Context: an optimization exercise on an open-source flow, tuned for small area, a short achievable clock period and few clock cycles per item. The choices shown serve that exercise and are no tape-out recipe.
Only simulation tests tie the RTL to the original design; equivalence was not proved.
Power figures rest on the tool's default switching activity, not on a simulated workload.

## anvil_bus_mac
module anvil_bus_mac (
    input  wire        clk,
    input  wire        rst,
    input  wire        in_valid,
    output wire        in_ready,
    input  wire [39:0] in_sample,    
    input  wire [23:0] in_gain,      
    input  wire        in_last,
    output reg         out_valid,
    input  wire        out_ready,
    output reg  [39:0] out_value,    
    output reg         out_clip
);
Size: roughly 3,000 cells after synthesis, about 32,000 um^2 of cells after synthesis.
clock: 18.0 ns
lec_check: 0
abc_area: 1
cap_margin: 20
core_margin: 2
core_utilization: 40
cts_buf_list: sky130_fd_sc_hd__clkbuf_8
place_density: 0.6
slew_margin: 60
synth_hierarchical: 1
standard.sh (not shown) runs the stock make flow with config.mk's settings and CLKGATE_MAP_FILE= SYNTH_SCRIPT=/design/flow/synth_recipe.tcl, a recipe that flattens the netlist after the stock synthesis.
==> flow/flow/run.sh <==
#!/bin/bash
# The standard layout, except that buffer_ports gives the ports
# sky130_fd_sc_hd__buf_2 buffers instead of the delay buffers it picks by
# default. Every port still gets its own buffer.
set -euo pipefail
bash standard.sh "BUFFER_PORTS_ARGS=-buffer_cell sky130_fd_sc_hd__buf_2" finish > standard.log 2>&1
Testbench counts at the start, summed over its fixed seeds: cycles 79,310, items 4,800.
Rerun with:
==> flow/flow/run.sh (replaced) <==
#!/bin/bash
# The standard layout, except:
# - buffer_ports gives the ports sky130_fd_sc_hd__buf_2 buffers instead of
#   the delay buffers it picks by default (every port still gets a buffer);
# - repair_timing works to a setup slack margin, so that it improves the
#   paths that already meet the clock period. The clock, its period and the
#   constraints are the standard flow's.
set -euo pipefail
bash standard.sh "BUFFER_PORTS_ARGS=-buffer_cell sky130_fd_sc_hd__buf_2" "SETUP_SLACK_MARGIN=13.3" finish > standard.log 2>&1
CTS_BUF_LIST = not set   (was sky130_fd_sc_hd__clkbuf_8)
CTS_CLUSTER_DIAMETER = 100   (was not set)
CTS_CLUSTER_SIZE = 24   (was not set)
SLEW_MARGIN = 20   (was 60)
After rerunning: Die area stays the same; design area is lower by a few percent; power is lower by a few percent; setup slack is better by 0.17 ns; global-route usage is lower by 0.19 points; critical path depth is unchanged; utilization is lower by 0.90 points; sequential share of layout area is higher by 0.55 points; non-clock buffer count is higher by 4; synthesized cell count stays the same; wire length is lower slightly.
Rerun with:
CORE_UTILIZATION = 50   (was 40)
PLACE_DENSITY = 0.65   (was 0.6)
Clock power increases by 11%. Critical path depth does not change. Global-route usage grows by 4.7 points. Utilization grows by 10 points. Via count came out higher by 3.1%. Power rose by about 3%.
Rerun with:
==> flow/flow/run.sh (replaced) <==
#!/bin/bash
# The standard layout, except that buffer_ports gives the ports
# sky130_fd_sc_hd__buf_2 buffers instead of the delay buffers it picks by
# default. Every port still gets its own buffer.
set -euo pipefail
bash standard.sh "BUFFER_PORTS_ARGS=-buffer_cell sky130_fd_sc_hd__buf_2" finish > standard.log 2>&1
CORE_UTILIZATION = 40   (was 50)
CTS_CLUSTER_DIAMETER = not set   (was 100)
CTS_CLUSTER_SIZE = not set   (was 24)
PLACE_DENSITY = 0.6   (was 0.65)
SLEW_MARGIN = 60   (was 20)
Outcome: The changed run finished clean. Wire length grows by 2.3%. Total power rises by 2.0%. Synthesized area stays the same. Clock skew goes up by 0.0049 ns. Design area came out higher by 2.9%. Global-route usage decreases by 4.5 points. Worst setup slack degrades by 0.084 ns. Hold slack is worse by 0.0046 ns. Synthesized cell count is unchanged. Non-clock buffer count came out higher by 7. Critical path depth does not change.
Rerun with:
==> flow/flow/run.sh (replaced) <==
#!/bin/bash
# The standard layout, except:
# - buffer_ports gives the ports sky130_fd_sc_hd__buf_2 buffers instead of
#   the delay buffers it picks by default (every port still gets a buffer);
# - repair_timing works to a setup slack margin, so that it improves the
#   paths that already meet the clock period. The clock, its period and the
#   constraints are the standard flow's.
set -euo pipefail
bash standard.sh "BUFFER_PORTS_ARGS=-buffer_cell sky130_fd_sc_hd__buf_2" "SETUP_SLACK_MARGIN=13.8" finish > standard.log 2>&1
Outcome:
- global-route usage shrinks by 0.17 points
- setup slack gains 0.017 ns
- total power grows by 1.0%
- die area is unchanged
- cell area grows by 3.7%

========
anvil_bus_mac again, from the RTL that the note above started with.
Design anvil_bus_mac, start of the top module:
module anvil_bus_mac (
    input  wire        clk,
    input  wire        rst,
    input  wire        in_valid,
    output wire        in_ready,
    input  wire [39:0] in_sample,    
    input  wire [23:0] in_gain,      
    input  wire        in_last,
    output reg         out_valid,
    input  wire        out_ready,
    output reg  [39:0] out_value,    
    output reg         out_clip
);
    localparam [39:0] MAX40 = 40'h7F_FFFF_FFFF;
    localparam [39:0] MIN40 = 40'h80_0000_0000;
    reg en, ei, rdy;
    assign in_ready = rdy;
    wire [24:0] gx = {in_gain, 1'b0};
    wire [11:0] dneg, done_, dtwo;
    genvar j;
    generate for (j = 0; j < 12; j = j + 1) begin : g_booth
        wire b2 = gx[2*j+2], b1 = gx[2*j+1], b0 = gx[2*j];
        assign dneg[j]  = b2;
        assign done_[j] = b1 ^ b0;
        assign dtwo[j]  = (b2 & ~b1 & ~b0) | (~b2 & b1 & b0);
    end endgenerate
    reg [39:0] s_r;
    reg [11:0] bneg, bone, btwo;
    reg        gnz;           
    reg        i_v, i_l;
    always @(posedge clk) begin
        if (ei) begin
            s_r  <= in_sample;
            bneg <= dneg;
            bone <= done_;
            btwo <= dtwo;
            gnz  <= |in_gain;
            i_l  <= in_last;
        end
        if (rst)      i_v <= 1'b0;
        else if (rdy) i_v <= in_valid;
    end
  ...
==> flow/config.mk <==
export PLATFORM = sky130hd
export DESIGN_NAME = anvil_bus_mac
export DESIGN_NICKNAME = anvil_bus_mac
export VERILOG_FILES = /design/flow/design.v
export SDC_FILE = /design/flow/constraint.sdc
export NUM_CORES = 4
export LEC_CHECK = 0
export ABC_AREA = 1
export CAP_MARGIN = 20
export CORE_MARGIN = 2
export CORE_UTILIZATION = 40
export CTS_CLUSTER_DIAMETER = 100
export CTS_CLUSTER_SIZE = 24
export PLACE_DENSITY = 0.6
export SLEW_MARGIN = 60
export SYNTH_HIERARCHICAL = 1
==> flow/constraint.sdc <==
create_clock -name core_clock -period 18.0 [get_ports {clk}]
set_input_delay 3.6000 -clock core_clock [delete_from_list [all_inputs] [get_ports {clk}]]
set_output_delay 3.6000 -clock core_clock [all_outputs]
set_load 0.01 [all_outputs]
==> flow/flow/run.sh <==
#!/bin/bash
# The standard layout, except:
# - buffer_ports gives the ports sky130_fd_sc_hd__buf_2 buffers instead of
#   the delay buffers it picks by default (every port still gets a buffer);
# - repair_timing works to a setup slack margin, so that it improves the
#   paths that already meet the clock period. The clock, its period and the
#   constraints are the standard flow's.
set -euo pipefail
bash standard.sh "BUFFER_PORTS_ARGS=-buffer_cell sky130_fd_sc_hd__buf_2" "SETUP_SLACK_MARGIN=13.3" finish > standard.log 2>&1
Testbench counts at the start, summed over its fixed seeds: cycles 79,310, items 4,800.
Change:
- CTS_CLUSTER_DIAMETER: 100 -> unset
- CTS_CLUSTER_SIZE: 24 -> unset
After rerunning:
- clock power rose by about 70%
- power rose by 5.9%
- non-clock buffer count rose by 2
- combinational power is about the same
- final cell count rose by 0.98%

[afterwards: timing with drivers on the ports]
The results above use ideal ports. As a check the final layouts listed here were re-extracted and re-timed, cells and wires unchanged. Step 1 assumes that a clkbuf_16 drives the clock port and a buf_2 every other input. Step 2 also shifts input and output timing later by t, the mid clock arrival at the registers, as if the neighbouring blocks saw the same clock. a / b / c = ideal ports / drivers / drivers and shift; a / b = the first two.
run | shift t [ns] | slack for setup (ns) | slew at the worst register clock pin (ns)
the first run of note 1 | 0.752 | 13.106 / 13.040 / 13.237 | 0.07 / 0.07
the second run of note 1 | 0.623 | 13.272 / 13.205 / 12.961 | 0.10 / 0.10
the third run of note 1 | 0.628 | 13.281 / 13.221 / 12.939 | 0.10 / 0.10
the fourth run of note 1 | 0.643 | 13.197 / 13.131 / 13.241 | 0.07 / 0.07
the fifth run of note 1 | 0.632 | 13.215 / 13.150 / 13.361 | 0.06 / 0.06
the first run of note 2 | 0.618 | 13.255 / 13.188 / 13.326 | 0.10 / 0.10
the second run of note 2 | 0.639 | 13.238 / 13.172 / 13.296 | 0.06 / 0.06
After both steps every run listed still meets setup and hold. The setup slack of the third run of note 1, which loses most, moves by -0.060 ns with the drivers and by -0.342 ns with both steps.
